From an optimization exercise on the open Yosys and OpenROAD flow, aimed at small area, a short achievable clock period and few clock cycles; shortcuts taken in it are not production practice.
The RTL was checked by simulation tests, not by an equivalence proof against the original design.
No activity file was given, so power comes from the tool's default toggle rates.

==> flow/design.v, too long to show whole: its modules and the start of the top module <==
// module stoker_core: 912 lines
module stoker_core (
    input             clk,
    input             rst,
    output     [11:0] i_addr,
    input      [31:0] i_rdata,
    output            d_req,
    output            d_we,
    output     [12:0] d_addr,
    output     [3:0]  d_be,
    output     [31:0] d_wdata,
    input      [31:0] d_rdata,
    output reg        halted,
    output reg        except,
    output reg [1:0]  exc_class,
    output reg [2:0]  exc_sub,
    output     [13:0] exc_pc,
    output     [31:0] exc_insn,
    output     [31:0] exc_addr
);
  // ...
==> flow/run.sh <==
#!/bin/bash
# synth_recipe.tcl (not shown) runs the flow's synth.tcl, then flattens the netlist and writes it again
# the make line also repeats each setting of config.mk as NAME=value (left out here)
make -C /OpenROAD-flow-scripts/flow DESIGN_CONFIG=/design/flow/config.mk WORK_HOME=/design/flow/orfs CLKGATE_MAP_FILE= SYNTH_SCRIPT=/design/flow/synth_recipe.tcl finish
==> flow/config.mk <==
export PLATFORM = sky130hd
export DESIGN_NAME = stoker_core
export DESIGN_NICKNAME = stoker_core
export VERILOG_FILES = /design/flow/design.v
export SDC_FILE = /design/flow/constraint.sdc
export NUM_CORES = 4
export LEC_CHECK = 0
export CAP_MARGIN = 20
export CORE_MARGIN = 2
export CORE_UTILIZATION = 30
export PLACE_DENSITY = 0.45
export SLEW_MARGIN = 20
==> flow/constraint.sdc <==
create_clock -name core_clock -period 24.0 [get_ports {clk}]
set_input_delay 4.8000 -clock core_clock [delete_from_list [all_inputs] [get_ports {clk}]]
set_output_delay 4.8000 -clock core_clock [all_outputs]
set_load 0.01 [all_outputs]
==> flow_summary.ini, run 1 <==
[pwr]
intPower_mw = 4.022
power_mw = 7.102
seq_power_share_pct = 25.4
powerSeq_mw = 1.80

[status]
status = no timing/DRC/antenna violations

[yosys]
synthMuxAreaShare_pct = 4.413
synth_edf_count = 746
synthCells = 8170
synth_largest_area_cell = edfxtp_1
synth_common_cells = nand2_1 (827), edfxtp_1 (746), a21oi_1 (599)

[global_route]
grtUsageMet3_pct = 5.063
grt_overflow = 0

[critical_path]
cp.depth = 15
worst-path-buf-inv = 2
ff2ff_setup_slack_ns = 14.17
r2r_start = e_ir[16]$_DFFE_PP_

[layout]
antennaDiodeCount = 13
signal_buffers = 473
clkCellAreaFrac_pct = 5.122

[place]
dp_hpwl_um = 291500
place_area_sq_um = 79590
dp_cells = 11260

[floorplan]
die_y_um = 498.3

[routing]
ant_nets = 0

[hold_path]
holdCritStartpoint = a1[17]$_SDFFE_PP0P_

[timing]
whs_ns = 0.4654
period_share_pct = 43.57

[clock_tree]
cts-root-buf = clkbuf_16
Testbench counts, summed over its fixed seeds: cycles 148,024.
==> run 2, diff against run 1 <==
--- a/flow/design.v
+++ b/flow/design.v
@@ -10,17 +10,17 @@
     output     [31:0] d_wdata,
     input      [31:0] d_rdata,
     output reg        halted,
     output reg        except,
     output reg [1:0]  exc_class,
     output reg [2:0]  exc_sub,
     output     [13:0] exc_pc,
     output     [31:0] exc_insn,
-    output     [31:0] exc_addr
+    output reg [31:0] exc_addr
 );
     reg [31:0]  rf [0:15];      
     reg [15:0]  rv;
     reg [41:0]  a0, a1;         
     reg [3:1]   p;
     reg         fl_n, fl_z, fl_c, fl_v, fl_s;
     function cond_true;
         input [3:0] c;
@@ -544,50 +544,60 @@
                          m_fin ? {{2{msum[39]}}, msum[39:0]} : msum;
     wire        s_x    = e_ir[16];
     wire [4:0]  s_sh   = e_ir[7:3];
     wire [2:0]  s_mode = e_ir[2:0];
     wire [39:0] sacc   = s_x ? a1[39:0] : a0[39:0];
     reg  [30:0] tmask;
     integer ti;
     always @(*) for (ti = 0; ti < 31; ti = ti + 1) tmask[ti] = (ti < s_sh);
-    wire [30:0] radd   = (s_mode != 3'd2) ? 31'd0 :
-                         sacc[39] ? (tmask >> 1) : (tmask ^ (tmask >> 1));
-    wire [40:0] srnd   = {sacc[39], sacc} + {10'd0, radd};
+    wire        s_stk  = |(sacc[29:0] & tmask[30:1]);    
     wire [31:0] a_rev;
     genvar gr;
     generate for (gr = 0; gr < 32; gr = gr + 1) begin : g_rev
         assign a_rev[gr] = ea[31 - gr];
     end endgenerate
     wire        sh_fill = e_sar & ea[31];
-    wire [41:0] sh_in  = e_sat ? {srnd[40], srnd} : {{9{sh_fill}}, (e_shl ? a_rev : ea), 1'b0};
+    wire [41:0] sh_in  = e_sat ? {sacc[39], sacc, 1'b0} : {{9{sh_fill}}, (e_shl ? a_rev : ea), 1'b0};
     wire [4:0]  sh_amt = e_sat ? s_sh : eb[4:0];
     wire [41:0] sh_out = $signed(sh_in) >>> sh_amt;
     wire [31:0] sh_r   = sh_out[32:1];
     wire [31:0] sh_rev;
     generate for (gr = 0; gr < 32; gr = gr + 1) begin : g_rev2
         assign sh_rev[gr] = sh_r[31 - gr];
     end endgenerate
     wire [31:0] shres  = e_shl ? sh_rev : sh_r;
     wire        shc    = sh_out[0];
-    wire [40:0] sv     = sh_out[40:0];
+    wire [40:0] sv     = sh_out[41:1];
+    wire        s_inc  = s_mode[1] && !s_mode[0] && sh_out[0] && (!sacc[39] || s_stk);
     wire        s_o32  = !(sv[40:31] == 10'd0 || sv[40:31] == 10'h3FF);
-    wire        s_o16  = !(sv[40:15] == 26'd0 || sv[40:15] == 26'h3FF_FFFF);
+    wire        s_hi0  = sv[40:16] == 25'd0;
+    wire        s_hi1  = sv[40:16] == 25'h1FF_FFFF;
+    wire        s_in16 = (s_hi0 && !sv[15]) || (s_hi1 && sv[15]);
+    wire        s_7fff = sv[15:0] == 16'h7FFF;
+    wire [15:0] s_r16  = sv[15:0] + {15'd0, s_inc};
     reg  [31:0] satres;
     reg         sat_ovf;
     always @(*) begin
         sat_ovf = 1'b0;
         satres  = sv[31:0];
         case (s_mode[1:0])
             2'd0: if (s_o32) begin
                 sat_ovf = 1'b1; satres = sv[40] ? 32'h8000_0000 : 32'h7FFF_FFFF;
             end
-            2'd1, 2'd2: if (s_o16) begin
+            2'd1: if (!s_in16) begin
                 sat_ovf = 1'b1; satres = sv[40] ? 32'hFFFF_8000 : 32'h0000_7FFF;
             end
+            2'd2: if (s_hi1 && s_7fff && s_inc) begin
+                satres = 32'hFFFF_8000;              
+            end else if (!s_in16 || (s_hi0 && s_7fff && s_inc)) begin
+                sat_ovf = 1'b1; satres = sv[40] ? 32'hFFFF_8000 : 32'h0000_7FFF;
+            end else begin
+                satres = {{16{s_r16[15]}}, s_r16};
+            end
             default: ;
         endcase
     end
     wire [31:0] res =
         ({32{e_resadd}} & sum33[31:0]) |
         ({32{e_and}}    & (ea & eb)) |
         ({32{e_or}}     & (ea | eb)) |
         ({32{e_xor}}    & (ea ^ eb)) |
@@ -618,17 +628,16 @@
     assign d_wdata = sb_data;
     wire        e_multi = (e_mul || mc_cm) && e_step != 2'd3;
     wire        e_busy = e_go && !e_exc_pre && (e_multi || (e_ld && sb_v));
     wire        e_last = !e_multi;
     wire        e_we   = e_go && !e_exc_pre && e_last && e_wr;
     wire        e_stop = e_go && (e_exc_pre || x_mem || e_halt);
     assign exc_pc   = except ? {e_pc, 2'b00} : 14'd0;
     assign exc_insn = except ? e_ir : 32'd0;
-    assign exc_addr = (except && exc_class == 2'd3) ? agu : 32'd0;
     wire [5:0]  op    = ir[31:26];
     wire [1:0]  pr    = ir[25:24];
     wire [3:0]  rd    = ir[23:20];
     wire [3:0]  ra    = ir[19:16];
     wire [3:0]  rb    = ir[15:12];
     wire [3:0]  fn    = ir[11:8];
     wire [15:0] imm16 = ir[15:0];
     wire [19:0] off20 = ir[19:0];
@@ -708,16 +717,18 @@
     wire        c_unst = (ir_v && d_wrany && d_rdw == ard) || (e_valid && (e_wr || e_ld) && e_rd == ard) ||
                          (ld_arr && ld_rd == ard) || (ldr_v && ldr_rd == ard);
     wire        a_done = a_brc ? a_pok : a_bcc ? (a_pok && !f_unst) : a_loop ? (a_pok && !c_unst) : !a_ret;
     wire        a_tk   = a_pred && (a_brc || (a_bcc && cond_true(ard, fl_n, fl_z, fl_c, fl_v, fl_s)) ||
                                     (a_loop && !eq1[ard]));
     wire [11:0] itgt   = f_pc + i_rdata[11:0];
     wire        room   = !ir_v || d_adv;
     wire        accept = room && arr_ok && !redirect;
+    wire        i_take = accept && a_done && a_tk;
+    wire [11:0] pc_other = redirect ? btgt : !room ? nxt : pc_f + 12'd1;
     reg ill_op, ill_field;
     always @(*) begin
         ill_op = 1'b0; ill_field = 1'b0;
         case (op)
             6'h01, 6'h02, 6'h03, 6'h04, 6'h05, 6'h06, 6'h07, 6'h08,
             6'h09, 6'h0A, 6'h0B: ill_field = ir[11:0] != 12'd0;
             6'h16, 6'h17, 6'h18: ill_field = imm16[15:5] != 11'd0;
             6'h11, 6'h12, 6'h13, 6'h14, 6'h15: ;
@@ -759,17 +770,17 @@
             rv <= 16'd0;
             a0 <= 42'd0; a1 <= 42'd0;
             p <= 3'd0;
             fl_n <= 1'b0; fl_z <= 1'b0; fl_c <= 1'b0; fl_v <= 1'b0; fl_s <= 1'b0;
             pc_f <= 12'd0; nxt <= 12'd0; f_pc <= 12'hFFF; ir_v <= 1'b0;
             e_valid <= 1'b0; e_step <= 2'd0;
             ld_arr <= 1'b0; ldr_v <= 1'b0; sb_v <= 1'b0;
             halted <= 1'b0; except <= 1'b0;
-            exc_class <= 2'd0; exc_sub <= 3'd0;
+            exc_class <= 2'd0; exc_sub <= 3'd0; exc_addr <= 32'd0;
         end else begin
             if (w_en) rv[w_idx] <= 1'b1;
             ld_arr <= 1'b0;
             if (e_we) begin
                 if (ld_arr) begin
                     ldr_v <= ld_rd != e_rd;
                     ldr <= ld_val;
                     ldr_rd <= ld_rd;
@@ -784,19 +795,19 @@
                     halted <= 1'b1; except <= 1'b1;
                     if (e_ill_op) begin
                         exc_class <= 2'd1; exc_sub <= 3'd1;
                     end else if (e_ill_field) begin
                         exc_class <= 2'd1; exc_sub <= 3'd2;
                     end else if (e_fexc) begin
                         exc_class <= 2'd1; exc_sub <= 3'd3;
                     end else if (x_adr) begin
-                        exc_class <= 2'd3; exc_sub <= 3'd1;
+                        exc_class <= 2'd3; exc_sub <= 3'd1; exc_addr <= agu;
                     end else begin
-                        exc_class <= 2'd3; exc_sub <= 3'd2;
+                        exc_class <= 2'd3; exc_sub <= 3'd2; exc_addr <= agu;
                     end
                 end else if (e_go) begin
                     if (e_halt) halted <= 1'b1;
                     if (e_ld && !sb_v) begin
                         ld_arr <= 1'b1;
                         ld_rd <= e_rd;
                         ld_size <= e_msz;
                         ld_off <= agu[1:0];
@@ -885,28 +896,20 @@
                     e_ill_op <= ill_op;
                     e_ill_field <= ill_field;
                     e_fexc   <= (ir_done ? ir_tk : (d_pred && taken)) && bfar && !is_ret;
                     e_uhi    <= op == 6'h09 || fn == 4'd3;
                     e_vhi    <= op != 6'h09 && fn == 4'd3;
                     e_neg    <= op != 6'h09 && fn == 4'd1;
                 end
                 f_pc <= pc_f;
-                if (redirect) begin
-                    pc_f <= btgt; nxt <= btgt; ir_v <= 1'b0;
-                end else if (!room) begin
-                    pc_f <= nxt;           
-                end else if (accept) begin
-                    ir <= i_rdata; ir_pc <= f_pc; ir_v <= 1'b1;
+                pc_f <= i_take ? itgt : pc_other;
+                nxt  <= redirect ? btgt : i_take ? itgt : accept ? nxt + 12'd1 : nxt;
+                if (accept) begin
+                    ir <= i_rdata; ir_pc <= f_pc;
                     ir_done <= a_done; ir_tk <= a_tk;
-                    if (a_done && a_tk) begin
-                        pc_f <= itgt; nxt <= itgt;
-                    end else begin
-                        pc_f <= pc_f + 12'd1; nxt <= nxt + 12'd1;
-                    end
-                end else begin
-                    ir_v <= 1'b0;
-                    pc_f <= pc_f + 12'd1;
                 end
+                if (redirect) ir_v <= 1'b0;
+                else if (room) ir_v <= accept;
             end
         end
     end
 endmodule
==> run 2 against run 1 <==
  * Still clean
  * Clock power decreased by 6%
  * Synthesized cell count decreased by 3.2%
  * Final cell count decreased by 2.1%
  * Via count decreased by 2.1%
  * Setup slack got worse by 0.11 ns
  * Die area decreased by 1.3%
  * Register-to-register slack got worse by 0.74 ns
  * Sequential power increased by 3%
  * Largest cell class unchanged
==> flow_summary.ini, run 2 <==
[critical_path]
cp-end-kind = register
worst-path-buf-inv = 1
worstSetupStartpointType = register
worstPathArrival_ns = 11.24
critPathMaxFanout = 26
cpMaxStageDelayCell = edfxtp_1
crit_required_ns = 24.67
r2r_start = e_vhi$_DFFE_PP_
cpPeakStageDelay_ns = 1.01
ff2ff_setup_slack_ns = 13.43
crit_type = reg -> reg
crit_family = adder cells
crit_top_cell = fa_1
setup.worst_path.start = e_vhi$_DFFE_PP_

[clock_tree]
clock_sinks = 983
cts.clk_slew.worst_paths_ns = 0.06
cts_htree_levels = 3
cts-root-buf = clkbuf_16
post_cts_resized = 0
cts_hold_buf = 0
cts_buffer_depth = 3
numCtsBuffers = 118
clock_latency_ns = 0.84
cts_setup_buffers = 0
tritoncts = done

[pwr]
leakagePower_nw = 28.63
power_mw = 6.941
ir_drop_mv = 0.2558
power.density_nw_per_um2 = 83.88

[floorplan]
die_y_um = 495.0
start_util_pct = 30.13
die_width_um = 495.0
io_pins = 214
core_area_sq_um = 240100
fp.dieArea_sq_um = 245000
row_count = 180

[layout]
layout_commonest_cell = edfxtp_1
nets = 8415
top_register = rf
layout_common_cells = edfxtp_1 (746), nand2_1 (719), a21oi_1 (588), a22oi_1 (481), nor2_1 (450)
drive_gt1_share_pct = 9.728
largest_register_ff_count = 512
area_delta_synth_final_pct = 14.40
reg_top3 = rf: 512 flops, a0: 42 flops, a1: 42 flops

[global_route]
antenna_found_initial = 19
first_global_vias = 66680
grt_overflow = 0
grt_max_degree = 69
track_usage_pct = 31.80
grt_pass1_wl_um = 552500

[timing]
rsz0062_at_grt = false
tightest_slew_ns = 1.246
setup_viol = 0
tns_ns = 0
drv_slew = 0
period_share_pct = 44.03
max_clock_freq_ghz = 0.09463
clock_skew_ns = 0.09196
hold_violations = 0
period_minus_slack_ns = 10.57
slew_headroom_pct = 16.90

[yosys]
synthTopCellsByArea = edfxtp_1 (31%), dfxtp_1 (6.6%), a22oi_1 (5.0%)
synth_common_cells = edfxtp_1 (746), nand2_1 (719), a21oi_1 (598)
syn_area_sq_um = 72330
yosys.cell_types.count = 121
synth_ff_type = edfxtp_1
synth_top_area_share_pct = 30.97
ys_ff_latch = 983
yosysWarnings = 2
yosysMostFrequentCell = edfxtp_1
synthCells = 7908
synth_largest_area_cell = edfxtp_1
syn_avg_cell_area_sq_um = 9.146
yosysSeqAreaShare_pct = 37.53
synth_edf_count = 746
async_flop_share_pct = 0

[routing]
drtIter0Drc = 9911
post-route-drc-count = 0
wl_um = 404500
wl_per_cell_um = 35.98
avgViaCountPerCell = 6.251
vias = 70280
ant_nets = 0
firstDrtPassIters = 7

[hold_path]
holdCritStartpoint = exc_sub[1]$_SDFFE_PP0P_
hold_class = reg -> reg

[place]
gp_congestion = 1.020
dp_hpwl_um = 294900
io_buffers = 210

[status]
status = no timing/DRC/antenna violations

[run]
cap_violations = 0
-- run 2: cell types whose count changed after synthesis, moves of 24 or more --
| cell | before | now |
|---|---|---|
| nand2_1 | 827 | 719 |
| nor2_1 | 595 | 507 |
| o22ai_1 | 59 | 145 |
| o21ai_0 | 473 | 402 |
| a22oi_1 | 419 | 481 |
| a221oi_1 | 146 | 104 |
| clkbuf_1 | 497 | 458 |
| dfxtp_1 | 205 | 237 |
| ha_1 | 290 | 258 |
| a22o_1 | 106 | 75 |
| a21o_1 | 96 | 67 |
| o31ai_1 | 16 | 40 |
-- run 2: cell type report --
class,instances,area (sq um)
clock buffers,150,3197
flip-flops and latches,983,27150
inverters,319,1197
fillers,24720,157300
repair buffers,506,4325
multi-input cells,6022,42040
clock inverters,69,833.3
diodes,9,22.52
well taps,3185,3985
-- run 2: tightest hold or removal path, cell delays in order (launching register included) --
cell,delay [ns]
dfxtp_1,0.31
nand2_1,0.06
a21oi_1,0.05
-- run 2: final timing paths --
check / to / depth (start not counted)
worst max register to register: a1[40]$_SDFFE_PP0P_ / 29
worst min-delay path: exc_sub[1]$_SDFFE_PP0P_ / 2
worst max-delay path: a1[40]$_SDFFE_PP0P_ / 29
worst min register to register: exc_sub[1]$_SDFFE_PP0P_ / 2
-- run 2: through the flow --
step	worst slack (ns)	util (%)	cells	area, sq um	hold slack, ns
2_1_floorplan	13.48	-	7913	72350	0.3711
3_3_place_gp	13.83	32.76	11010	78660	0.4510
3_5_place_dp	13.75	32.77	11010	78660	0.4570
4_1_cts	13.67	34.44	11230	82690	0.4651
5_1_grt	12.94	34.46	11240	82730	0.4747
6_report	13.43	34.47	11240	82750	0.4612
-- run 2: logic make-up (layout without fill, tap and decap cells) --
| kind of cell | count (synthesis) | count (layout) | share of synthesized area (%) |
|---|---|---|---|
| adders and majority gates | 399 | 399 | 8.366 |
| and+or+nand+nor | 2362 | 2362 | 15.94 |
| other | 2 | 16 | 0.01038 |
| DFF | 983 | 983 | 37.53 |
| AOI/OAI and AO/OA | 2492 | 2492 | 23.01 |
| xor gates and xnor gates | 482 | 482 | 5.837 |
| muxes | 280 | 280 | 4.292 |
| buffers and inverters | 908 | 1044 | 5.018 |
-- run 2: per-layer routing --
metal  wire [um]  up-vias  GRT usage (%)
met5         122        -              0
met2      179700     4420          49.65
met1      155200    34870          39.28
met3       35250     1205          6.387
li1            -    29770              -
met4       34220       16          22.34
-- run 2: where the power goes --
group	internal (mW)	switching, mW	total (mW)
clock	1.08	0.812	1.89
sequential	1.83	0.0205	1.85
combinational	1.06	2.14	3.20
total	3.97	2.97	6.94
Testbench counts of run 2, summed over its fixed seeds: cycles 148,024.

[static timing again, ports no longer ideal]
How much do the figures lean on ideal ports? The routed layouts below were timed once more, with nothing changed but the port constraints.
Step 1 sets driving cells, clkbuf_16 on the clock port and buf_2 on the other inputs (assumed; they add their load-dependent delay and slew).
Step 2 moves the port delays by t, midway between the first and last clock arrival at a register: inputs arrive t later, outputs are due t later. That takes back most of the time a late clock gives input paths.
a / b / c = ideal ports / drivers / drivers and shift; a / b = the first two.
| run | t (ns) | setup WS [ns] | worst register clock-pin slew, ns |
|---|---|---|---|
| run 1 | 0.875 | 13.544 / 13.457 / 14.168 | 0.08 / 0.08 |
| run 2 | 0.886 | 13.433 / 13.433 / 13.433 | 0.07 / 0.07 |
After both steps setup and hold are still met in every run listed.
